What follows belongs to an exercise in optimizing a design on an open flow for small area, a short achievable clock period and few clock cycles; a production flow would make more cautious choices.
Function was checked by simulation only, so behaviour that the tests miss may differ from the original.

**flow/config.mk**
```make
export PLATFORM = sky130hd
export DESIGN_NAME = cc_pi
export DESIGN_NICKNAME = cc_pi
export VERILOG_FILES = /design/flow/design.v
export SDC_FILE = /design/flow/constraint.sdc
export NUM_CORES = 4
export LEC_CHECK = 0
export CAP_MARGIN = 20
export CORE_MARGIN = 2
export CORE_UTILIZATION = 40
export SLEW_MARGIN = 20
```
**flow/constraint.sdc**
```tcl
create_clock -name core_clock -period 30.0 [get_ports {clk}]
set_input_delay 6.0000 -clock core_clock [delete_from_list [all_inputs] [get_ports {clk}]]
set_output_delay 6.0000 -clock core_clock [all_outputs]
set_load 0.01 [all_outputs]
```
**flow/design.v**
```verilog
module fp32_add (
    input  wire [31:0] a,
    input  wire [31:0] b,
    output reg  [31:0] y
);
    wire        sa = a[31], sb = b[31];
    wire [7:0]  ea = a[30:23], eb = b[30:23];
    wire [22:0] fa = a[22:0],  fb = b[22:0];
    wire a_max  = (ea == 8'hff);
    wire b_max  = (eb == 8'hff);
    wire a_nan  = a_max && (fa != 0);
    wire b_nan  = b_max && (fb != 0);
    wire a_inf  = a_max && (fa == 0);
    wire b_inf  = b_max && (fb == 0);
    wire a_zero = (ea == 8'h00);
    wire b_zero = (eb == 8'h00);
    wire [8:0]  dab  = {1'b0, ea} - {1'b0, eb};
    wire [8:0]  dba  = {1'b0, eb} - {1'b0, ea};
    wire        swap = {eb, fb} > {ea, fa};
    wire        sx   = swap ? sb : sa;
    wire [7:0]  ex   = swap ? eb : ea;
    wire [7:0]  d    = swap ? dba[7:0] : dab[7:0];
    wire [23:0] mx   = swap ? {~b_zero, fb} : {~a_zero, fa};
    wire [23:0] my   = swap ? {~a_zero, fa} : {~b_zero, fb};
    wire        sub  = sa ^ sb;
    reg  [25:0] sh;
    reg         st;
    always @(*) begin
        sh = {my, 2'b00};
        st = 1'b0;
        if (d[0]) begin st = st | sh[0];      sh = {1'b0,  sh[25:1]};  end
        if (d[1]) begin st = st | (|sh[1:0]);  sh = {2'b0,  sh[25:2]};  end
        if (d[2]) begin st = st | (|sh[3:0]);  sh = {4'b0,  sh[25:4]};  end
        if (d[3]) begin st = st | (|sh[7:0]);  sh = {8'b0,  sh[25:8]};  end
        if (d[4]) begin st = st | (|sh[15:0]); sh = {16'b0, sh[25:16]}; end
        if (d[7:5] != 3'b000) begin st = |my; sh = 26'd0; end
    end
    wire [26:0] xm  = {mx, 3'b000};
    wire [26:0] ym  = {sh, st};
    wire [27:0] sum = sub ? ({1'b0, xm} - {1'b0, ym}) : ({1'b0, xm} + {1'b0, ym});
    reg  [23:0] fm;
    reg         fg, fs;
    reg  [9:0]  fe;
    always @(*) begin
        if (sum[27]) begin
            fm = sum[27:4]; fg = sum[3]; fs = |sum[2:0];
            fe = {2'b00, ex} + 10'd1;
        end else if (sum[26]) begin
            fm = sum[26:3]; fg = sum[2]; fs = |sum[1:0];
            fe = {2'b00, ex};
        end else begin
            fm = sum[25:2]; fg = sum[1]; fs = sum[0];
            fe = {2'b00, ex} - 10'd1;
        end
    end
    wire        fup  = fg && (fs || fm[0]);
    wire [24:0] fr   = {1'b0, fm} + {24'd0, fup};
    wire [22:0] fman = fr[22:0];
    wire [9:0]  fer  = fe + {9'd0, fr[24]};
    wire [24:0] xn   = {mx, 1'b0};
    wire [24:0] yn   = d[0] ? {1'b0, my} : {my, 1'b0};
    wire [24:0] dn   = xn - yn;
    reg  [4:0]  lz;
    integer k;
    always @(*) begin
        lz = 5'd25;
        for (k = 0; k <= 24; k = k + 1)
            if (dn[k]) lz = 5'd24 - k[4:0];
    end
    wire [24:0] nsh  = dn << lz;
    wire [9:0]  ne   = {2'b00, ex} - {5'd0, lz};
    wire        near = sub && (d[7:1] == 7'd0) && !(d[0] && dn[24]);
    always @(*) begin
        if (a_nan || b_nan || (a_inf && b_inf && (sa != sb)))
            y = 32'h7fc00000;
        else if (a_inf)
            y = {sa, 8'hff, 23'd0};
        else if (b_inf)
            y = {sb, 8'hff, 23'd0};
        else if (a_zero && b_zero)
            y = {sa & sb, 31'd0};
        else if (near) begin
            if (dn == 25'd0)
                y = 32'h00000000;                    
            else if ($signed(ne) <= 10'sd0)
                y = {sx, 31'd0};                     
            else
                y = {sx, ne[7:0], nsh[23:1]};
        end else begin
            if ($signed(fer) >= 10'sd255)
                y = {sx, 8'hff, 23'd0};
            else if ($signed(fer) <= 10'sd0)
                y = {sx, 31'd0};                     
            else
                y = {sx, fer[7:0], fman};
        end
    end
endmodule
module fp32_mul (
    input  wire [31:0] a,
    input  wire [31:0] b,
    output reg  [31:0] y
);
    wire        sa = a[31], sb = b[31];
    wire [7:0]  ea = a[30:23], eb = b[30:23];
    wire [22:0] fa = a[22:0],  fb = b[22:0];
    wire        s  = sa ^ sb;
    wire a_nan  = (ea == 8'hff) && (fa != 0);
    wire b_nan  = (eb == 8'hff) && (fb != 0);
    wire a_inf  = (ea == 8'hff) && (fa == 0);
    wire b_inf  = (eb == 8'hff) && (fb == 0);
    wire a_zero = (ea == 8'h00);
    wire b_zero = (eb == 8'h00);
    wire [47:0] p = {1'b1, fa} * {1'b1, fb};
    reg  [9:0]  e_n;           
    reg  [23:0] m;             
    reg         g, s_b, up;
    reg  [24:0] m_r;
    reg  [9:0]  e_r;
    always @(*) begin
        if (p[47]) begin
            m   = p[47:24];
            g   = p[23];
            s_b = |p[22:0];
            e_n = {2'b00, ea} + {2'b00, eb} - 10'd126;
        end else begin
            m   = p[46:23];
            g   = p[22];
            s_b = |p[21:0];
            e_n = {2'b00, ea} + {2'b00, eb} - 10'd127;
        end
        up  = g && (s_b || m[0]);
        m_r = {1'b0, m} + {24'd0, up};
        e_r = e_n;
        if (m_r[24]) begin
            m_r = m_r >> 1;
            e_r = e_n + 10'd1;
        end
    end
    always @(*) begin
        if (a_nan || b_nan || (a_inf && b_zero) || (b_inf && a_zero))
            y = 32'h7fc00000;
        else if (a_inf || b_inf)
            y = {s, 8'hff, 23'd0};
        else if (a_zero || b_zero)
            y = {s, 31'd0};
        else if ($signed(e_n) == 10'sd0 && m == 24'hffffff)
            y = {s, 8'h01, 23'd0};                   
        else if ($signed(e_n) <= 10'sd0)
            y = {s, 31'd0};                          
        else if ($signed(e_r) >= 10'sd255)
            y = {s, 8'hff, 23'd0};
        else
            y = {s, e_r[7:0], m_r[22:0]};
    end
endmodule
module cc_pi (
    input  wire        clk,
    input  wire        rst,           
    input  wire        in_valid,
    output wire        in_ready,
    input  wire [31:0] in_e,
    input  wire [31:0] in_ff,
    input  wire [31:0] in_r,          
    input  wire [31:0] in_kp,
    input  wire [31:0] in_kit,
    input  wire [31:0] in_lo,
    input  wire [31:0] in_hi,
    input  wire [31:0] in_i0,
    output reg         out_valid,
    output wire [31:0] out_y,
    output wire [31:0] out_i,
    output reg         out_held
);
    function [31:0] flush(input [31:0] x);
        flush = (x[30:23] == 8'h00) ? {x[31], 31'd0} : x;
    endfunction
    function is_nan(input [31:0] x);
        is_nan = (x[30:23] == 8'hff) && (x[22:0] != 0);
    endfunction
    function is_fin(input [31:0] x);
        is_fin = (x[30:23] != 8'hff);
    endfunction
    function lt(input [31:0] a, input [31:0] b);
        if (is_nan(a) || is_nan(b))                  lt = 1'b0;
        else if (a[30:0] == 0 && b[30:0] == 0)       lt = 1'b0;
        else if (a[31] != b[31])                     lt = a[31];
        else if (!a[31])                             lt = a[30:0] < b[30:0];
        else                                         lt = a[30:0] > b[30:0];
    endfunction
    reg        rdy;
    reg [31:0] e, kp, kit, ff1, lo1, hi1, i01;
    reg        r1;
    wire       acc_in = in_valid && rdy;
    wire       r_true = !in_r[31] && (in_r[30:23] >= 8'h7e) &&
                        !((in_r[30:23] == 8'hff) && (in_r[22:0] != 0));
    always @(posedge clk) begin
        if (rdy) begin
            e   <= in_e;
            kp  <= in_kp;
            kit <= in_kit;
            ff1 <= in_ff;
            lo1 <= in_lo;
            hi1 <= in_hi;
            i01 <= in_i0;
            r1  <= r_true;
        end
    end
    reg  vA, vB, vC, vD;
    reg  rB, rC, rD;            
    reg  hB, hC, hD;            
    reg  negD, posD, crossD;    
    wire nanA = is_nan(e) || is_nan(ff1);
    reg  [31:0] m, acc, inew, st_i, y_r;
    reg  [31:0] lo2, hi2;
    wire [31:0] mr, ar;
    fp32_mul u_mul (.a(flush(vA ? kit : kp)), .b(flush(e)), .y(mr));
    wire        x_st = vB && !rB;
    wire [31:0] ax   = x_st ? st_i : acc;
    fp32_add u_add (.a(ax), .b(m), .y(ar));
    wire gt_hi = lt(hi2, ar);
    wire lt_lo = lt(ar, lo2);
    reg  [31:0] y_new, i_new;
    always @(*) begin
        if (rD) begin
            i_new = inew;
            if (gt_hi)      y_new = crossD ? lo2 : hi2;
            else if (lt_lo) y_new = lo2;
            else            y_new = ar;
        end else if (gt_hi) begin
            y_new = hi2;
            i_new = negD ? inew : st_i;
        end else if (lt_lo) begin
            y_new = lo2;
            i_new = posD ? inew : st_i;
        end else begin
            y_new = ar;
            i_new = inew;
        end
    end
    wire keep = hD || !is_fin(i_new);
    always @(posedge clk) begin
        if (rst) begin
            rdy       <= 1'b1;
            vA        <= 1'b0;
            vB        <= 1'b0;
            vC        <= 1'b0;
            vD        <= 1'b0;
            st_i      <= 32'h00000000;
            y_r       <= 32'h00000000;
            out_valid <= 1'b0;
            out_held  <= 1'b0;
        end else begin
            rdy <= !acc_in && !vA;
            vA  <= acc_in;
            vB  <= vA;
            vC  <= vB;
            vD  <= vC;
            out_valid <= vD;
            out_held  <= keep;
            if (vD && !keep) begin
                st_i <= i_new;
                y_r  <= y_new;
            end
        end
    end
    always @(posedge clk) begin
        if (vA) begin
            rB <= r1;
            hB <= !r1 && nanA;
            if (r1) begin
                m    <= flush(ff1);
                acc  <= flush(i01);
                inew <= flush(i01);
            end else begin
                m    <= mr;
            end
        end
        if (vB) begin
            rC <= rB;
            hC <= hB;
            m  <= mr;
            acc <= ar;
            if (!rB) inew <= ar;
        end
        if (vC) begin
            rD     <= rC;
            hD     <= hC;
            negD   <= e[31] && (e[30:23] != 8'h00);
            posD   <= !e[31] && (e[30:23] != 8'h00);
            crossD <= lt(flush(hi1), flush(lo1));
            lo2    <= flush(lo1);
            hi2    <= flush(hi1);
            m      <= rC ? 32'h80000000 : flush(ff1);
            if (!rC) acc <= ar;
        end
    end
    assign in_ready = rdy;
    assign out_y    = y_r;
    assign out_i    = st_i;
endmodule
```
**flow/run.sh**
```bash
#!/bin/bash
# synth_recipe.tcl (not shown) runs the flow's synth.tcl, then flattens the netlist and writes it again
# the make line also repeats each setting of config.mk as NAME=value (left out here)
make -C /OpenROAD-flow-scripts/flow DESIGN_CONFIG=/design/flow/config.mk WORK_HOME=/design/flow/orfs CLKGATE_MAP_FILE= SYNTH_SCRIPT=/design/flow/synth_recipe.tcl finish
```
==> impl_metrics.py, run 1 <==
metrics = {
    "critical_path": {
        "reg2regPathDepth": 73,
        "crit_fanout": 66,
        "critical-path-top-delay-family": "compound AO/OA/AOI/OAI gates",
        "criticalPathCategory": "flop to flop",
        "arrival_ps": 22840,
        "crit_path_max_incr_delay_ps": 800,
        "critPathLaunchType": "flop",
        "r2r-start": "vB",
        "critical_path_required_ps": 30530,
        "r2r_slack_ps": 7700,
        "critPathBufInv": 6,
        "critPathSlowestCell": "nor3b_1",
        "cp-end-kind": "flop",
        "r2r-end": "st_i[11]",
        "crit_top_cell": "o21ai_0",
    },
    "clock_tree": {
        "cts_tree": "yes",
        "post_cts_buffers": 0,
        "cts_inserted_buffers": 53,
        "clkLatencyLatePin_ps": 690,
        "cts-root-buf": "clkbuf_16",
        "holdBufCountCts": 0,
        "cts_sinks": 465,
        "htreeDepth": 2,
        "cts_buffer_depth": 3,
        "cts_resized": 0,
        "clk_pin_slew_ps": 60,
    },
    "route": {
        "drc": 0,
        "detail-route-antenna-nets": 0,
        "vias": 54530,
        "wl_met2_um": 105000,
        "initialDrtViolationCount": 5987,
        "dr.max_layer_used": "met5",
        "via_per_inst": 6.11,
        "firstDrtPassIters": 9,
        "wl_met3_um": 23700,
        "finalWirelength_um": 239000,
        "m1WireLength_um": 94800,
        "wl_per_cell_um": 26.7,
    },
    "placed_design": {
        "dp_hpwl_um": 190000,
        "gp_congestion": 1.04,
        "placed_area_mm2": 0.0630,
        "port_buffers": 325,
    },
    "floorplan": {
        "coreArea_mm2": 0.144,
        "initial_core_util_pct": 40.3,
        "num_rows": 139,
        "io-pin-count": 326,
        "dieArea_mm2": 0.148,
        "die_h_um": 385,
        "dieWidth_um": 385,
    },
    "final_layout": {
        "drive_gt1_share_pct": 6.12,
        "multi_input_area_mm2": 0.0408,
        "syn_to_final_growth_pct": 11.8,
        "postLayoutCellArea_mm2": 0.0648,
        "final_util_pct": 45.1,
        "layout_common_cells": "nand2_1 (783), inv_1 (765), nor2_1 (555)",
        "layout_commonest_cell": "nand2_1",
        "fillers": 14115,
        "regArea_mm2": 0.0126,
        "fin_nets": 8107,
    },
    "run_status": {
        "outcome": "complete, no violations",
    },
    "synthesis": {
        "yosys.area.top_type_share_pct": 17.1,
        "ys_ff_latch": 465,
        "synth_area_leaders": "edfxtp_1 (17%), fa_1 (17%), ha_1 (8.3%)",
        "synthesis.instances": 6858,
        "synth_area_mm2": 0.0580,
        "synth_ff_type": "edfxtp_1",
        "async_flop_share_pct": 0,
        "syn_nets": 7988,
        "synth.yosys.warnings": 3,
        "seq_area_frac_synth_pct": 21.7,
        "yosysUniqueCellTypes": 141,
        "yosysTopAreaCell": "edfxtp_1",
        "syn_avg_cell_area_um2": 8.46,
        "synth_edf_count": 330,
    },
    "timing": {
        "rsz0062_at_grt": "false",
        "fmax_mhz": 44.8,
        "report.final.slew_viol_count": 0,
        "finalSetupTns_ps": 0,
        "tightest_slew_ps": 1320,
        "fin_skew_ps": 72.7,
        "hold_viol": 0,
        "finalCritPeriodShare_pct": 74.3,
        "timing.slew.headroom_pct": 11.6,
        "finalSetupViolCount": 0,
        "layout_min_cycle_time_ps": 22300,
    },
    "worst_hold_path": {
        "min_from": "hB",
        "worstHoldPathCells": 0,
        "min_to": "hC",
        "hp-class": "flop to flop",
    },
    "global_route": {
        "grt_util_all_layers_pct": 31.4,
        "grt_first_pass_wirelength_um": 348000,
        "antenna_found_initial": 10,
        "grt_pass1_vias": 52377,
        "grt_max_degree": 101,
        "overflow": 0,
    },
    "flow_run": {
        "maxCapViolations": 0,
    },
}
==> worst max-delay path by stage <==
stage	from	endpoint	slack [ps]	cells after the start
global placement	vB	st_i[7]	9000	73
global route	vB	st_i[11]	6170	73
finish	vB	st_i[11]	7700	73
detailed placement	vB	st_i[11]	8250	73
CTS	vB	st_i[11]	8240	73
floorplan	rB	st_i[10]	12340	88
==> registers in the layout (all words and copies together), names as in the netlist, 32 cells and up <==
signal  count
st_i       32
inew       32
acc        32
ff1        32
kp         32
i01        32
lo2        32
y_r        32
lo1        32
kit        32
hi2        32
hi1        32
m          32
e          32
==> area by class of cell <==
class                   count  share of cell area (%)
clock buffers              67                    2.20
clock inverters            33                   0.527
flip-flops and latches    465                    19.5
diodes                      3                  0.0116
inverters                 782                    4.53
multi-input cells        5205                    62.9
well taps                1903                    3.67
repair buffers            470                    6.69
==> per-stage QoR <==
stage	worst slack [ps]	cells	hold WS (ps)
finish	7700	8928	419
global route	6170	8926	431
CTS	8240	8923	418
detailed placement	8250	8823	413
global placement	9000	8823	426
floorplan	12340	6858	400
==> metal layers <==
metal	track usage [%]	up-vias
met3	6.47	545
li1	-	24327
met4	16.2	6
met2	48.9	2864
met5	0	-
met1	41.1	26788
==> kinds of logic after synthesis <==
family | Yosys count | synth area share (%)
flops | 465 | 21.7
compound gates | 1567 | 18.6
mux | 189 | 3.58
simple gates | 2394 | 20.1
xor+xnor | 179 | 2.76
buf+inv | 1188 | 8.11
fa+ha+maj | 876 | 25.2
==> cells in the mapped netlist (92+ instances only) <==
library cell and instances:
nor4_1 111, a211oi_1 92, edfxtp_1 330, fa_1 487
ha_1 384, nand2_1 784, nand4_1 114, mux2i_1 125
nor2_1 556, o21ai_0 250, xnor2_1 124, dfxtp_1 135
nor3_1 156, inv_1 765, and2_1 100, clkbuf_1 295
a21oi_1 415, nand3_1 136, nand2b_1 128
Testbench counts, summed over its fixed seeds: cycles 9,624.
==> run 2: changes to the inputs <==
==> flow/flow/run.sh (new file) <==
#!/bin/bash
# Standard layout (the standard.sh, unchanged synthesis and steps), with
# repair_timing asked to aim for a larger setup slack than the clock needs,
# so that it shortens the critical paths. Constraints are the design's.
set -euo pipefail
MARGIN=${MARGIN:-$(cat flow/margin.txt)}
bash standard.sh finish SETUP_SLACK_MARGIN=$MARGIN > flow_make.log 2>&1
==> flow/flow/margin.txt (new file) <==
16
==> flow/standard.sh (new file) <==
#!/bin/bash
# synth_recipe.tcl (not shown) runs the flow's synth.tcl, then flattens the netlist and writes it again
# the make line also repeats each setting of config.mk as NAME=value (left out here)
make -C /OpenROAD-flow-scripts/flow DESIGN_CONFIG=/design/flow/config.mk WORK_HOME=/design/flow/orfs CLKGATE_MAP_FILE= SYNTH_SCRIPT=/design/flow/synth_recipe.tcl "${@:-finish}"
removed: flow/run.sh
==> run 2 against run 1 <==
Net effect:
- critical path depth down 2
- utilization up 4.4 points
- clock-buffer cell count up 11
- critical endpoint is now y_r[28]
- largest cell class unchanged
==> impl_metrics.py, run 2 <==
metrics = {
    "timing": {
        "finalCritPeriodShare_pct": 53.3,
        "tightest_slew_ps": 1340,
        "hold_viol": 0,
        "report.final.slew_viol_count": 0,
        "finalSetupViolCount": 0,
        "finalSetupTns_ps": 0,
        "fin_skew_ps": 37.6,
        "rsz0062_at_grt": "true",
        "fmax_mhz": 62.6,
        "timing.slew.headroom_pct": 9.73,
        "layout_min_cycle_time_ps": 15980,
    },
    "floorplan": {
        "die_h_um": 385,
        "num_rows": 139,
        "dieWidth_um": 385,
        "dieArea_mm2": 0.148,
        "io-pin-count": 326,
        "initial_core_util_pct": 40.3,
        "coreArea_mm2": 0.144,
    },
    "final_layout": {
        "fillers": 13632,
        "fin_nets": 8441,
        "syn_to_final_growth_pct": 22.6,
        "layout_commonest_cell": "nand2_1",
        "layout_common_cells": "nand2_1 (757), inv_1 (754), nor2_1 (539)",
        "drive_gt1_share_pct": 14.9,
    },
    "synthesis": {
        "syn_avg_cell_area_um2": 8.46,
        "synth_area_leaders": "edfxtp_1 (17%), fa_1 (17%), ha_1 (8.3%)",
        "synthTopCellsByCount": "nand2_1 (784), inv_1 (765), nor2_1 (556)",
        "synth_ff_type": "edfxtp_1",
        "seq_area_frac_synth_pct": 21.7,
        "yosysTopAreaCell": "edfxtp_1",
        "synth.yosys.warnings": 3,
        "syn_nets": 7988,
        "ys_ff_latch": 465,
        "synth_area_mm2": 0.0580,
        "synth_most_common_cell": "nand2_1",
        "async_flop_share_pct": 0,
        "synth_edf_count": 330,
        "synthesis.instances": 6858,
        "yosys.area.top_type_share_pct": 17.1,
        "yosysUniqueCellTypes": 141,
    },
    "worst_hold_path": {
        "hp-class": "flop to flop",
        "worstHoldPathCells": 0,
        "min_to": "hC",
        "min_from": "hB",
    },
    "route": {
        "via_per_inst": 6.20,
        "firstDrtPassIters": 12,
        "drc": 0,
        "initialDrtViolationCount": 7053,
        "finalWirelength_um": 260000,
        "wl_per_cell_um": 28.1,
        "detail-route-antenna-nets": 0,
        "vias": 57462,
    },
    "critical_path": {
        "critPathLaunchType": "flop",
        "critical_path_required_ps": 30600,
        "crit_top_cell": "buf_12",
        "cp-end-kind": "flop",
        "r2r_slack_ps": 14020,
        "reg2regPathDepth": 71,
        "arrival_ps": 16590,
        "critPathSlowestCell": "or4_1",
        "r2r-end": "y_r[28]",
        "crit_fanout": 17,
        "criticalPathCategory": "flop to flop",
        "r2r-start": "rB",
        "crit_path_max_incr_delay_ps": 570,
    },
    "global_route": {
        "overflow": 0,
        "grt_max_degree": 76,
        "grt_pass1_vias": 55042,
        "grt_util_all_layers_pct": 33.8,
        "antenna_found_initial": 16,
        "grt_first_pass_wirelength_um": 371000,
    },
    "clock_tree": {
        "htreeDepth": 2,
        "cts_sinks": 465,
        "cts_inserted_buffers": 54,
        "holdBufCountCts": 0,
        "cts_tree": "yes",
        "clk_pin_slew_ps": 70,
        "cts-root-buf": "clkbuf_16",
        "clkLatencyLatePin_ps": 670,
        "cts_buffer_depth": 3,
    },
    "placed_design": {
        "port_buffers": 325,
        "gp_congestion": 1.02,
        "dp_hpwl_um": 194000,
    },
    "flow_run": {
        "maxCapViolations": 0,
    },
    "run_status": {
        "outcome": "complete, no violations",
    },
}
[run 2: cell count changes in the layout (fill, tap and decap cells not counted), moves of 22 or more]
cell     delta
ha_4       +22
buf_4     +225
ha_1       -32
a21oi_1    -49
mux2i_1    -30
buf_6      +27
o21ai_0    -31
buf_12     +36
nand2_1    -26
a21oi_2    +44
[run 2: critical path: cells and delay by family (launching register included)]
kind / cells / cell delay [ps]
simple gates: 24 / 5920
mux: 3 / 1040
fa+ha+maj: 5 / 1020
flops: 1 / 410
buf+inv: 14 / 2120
compound gates: 25 / 5370
[run 2: worst max path at each step]
stage | slack, ps | cells after the start | to | start
finish | 14020 | 71 | y_r[28] | rB
global route | 13490 | 80 | st_i[26] | rB
CTS | 14620 | 79 | st_i[29] | rB
detailed placement | 9720 | 72 | st_i[14] | vB
global placement | 10160 | 72 | st_i[12] | vB
floorplan | 14670 | 91 | st_i[10] | rB
[run 2: layer usage]
metal  global-route usage, %  wire [um]  vias up
met5                   0.292         83        -
met4                    18.1      18300        6
met3                    8.47      26500      847
met2                    51.8     112000     3325
met1                    43.6     103000    28250
li1                        -          -    25034
[run 2: kinds of logic after synthesis]
kind of cell	share of synthesized area (%)
XOR/XNOR	2.76
flip-flops	21.7
adder cells (fa/ha/maj)	25.2
AO/OA/AOI/OAI	18.6
buffers and inverters	8.11
AND/OR/NAND/NOR	20.1
multiplexers	3.58
[run 2: final cells by class]
class / instances / area, um2 / area share [%]
timing repair buffer: 796 / 8060 / 11.3
clock inverter: 24 / 243 / 0.341
sequential: 465 / 12600 / 17.8
tap: 1903 / 2380 / 3.35
clock buffer: 78 / 1570 / 2.21
multi-input combinational: 5212 / 43200 / 60.8
antenna: 11 / 27.5 / 0.0387
inverter: 782 / 2990 / 4.21
[run 2: per-stage QoR]
stage	instance area (um2)	setup WS, ps	instances	hold WS, ps	utilization [%]
2_1_floorplan	58600	14670	6858	400	-
3_3_place_gp	63200	10160	8806	401	44.0
3_5_place_dp	63200	9720	8806	421	44.0
4_1_cts	69600	14620	9156	390	48.4
5_1_grt	71100	13490	9262	386	49.4
6_report	71100	14020	9271	385	49.5
[run 2: repair_timing]
action	4_1_cts	5_1_grt
gates cloned	31	5
endpoints found under the setup margin	158	96
setup buffers	217	98
pin swaps	135	122
endpoints found under the hold margin	0	0
resized for setup	420	128

[separate check: timing with driven ports]
In the flow no input, the clock included, has a driving cell. The finished layouts below were timed again as built, in two steps.
Step 1 assumes that a clkbuf_16 drives the clock port and a buf_2 every other input.
Step 2 moves the port delays by t, midway between the first and last clock arrival at a register: inputs arrive t later, outputs are due t later. That takes back most of the time a late clock gives input paths.
a / b / c = no drivers / after step 1 / after step 2; a / b = the first two.
run | shift t [ns] | setup slack, ns | clock arrival spread, ns | worst register clock-pin slew, ns | cell pins on the clock port's net
run 1 | 0.712 | 7.697 / 7.697 / 7.697 | 0.073 / 0.073 | 0.08 / 0.08 | 1
run 2 | 0.716 | 14.015 / 14.015 / 14.015 | 0.038 / 0.038 | 0.07 / 0.07 | 1
After both steps every run listed still meets setup and hold.
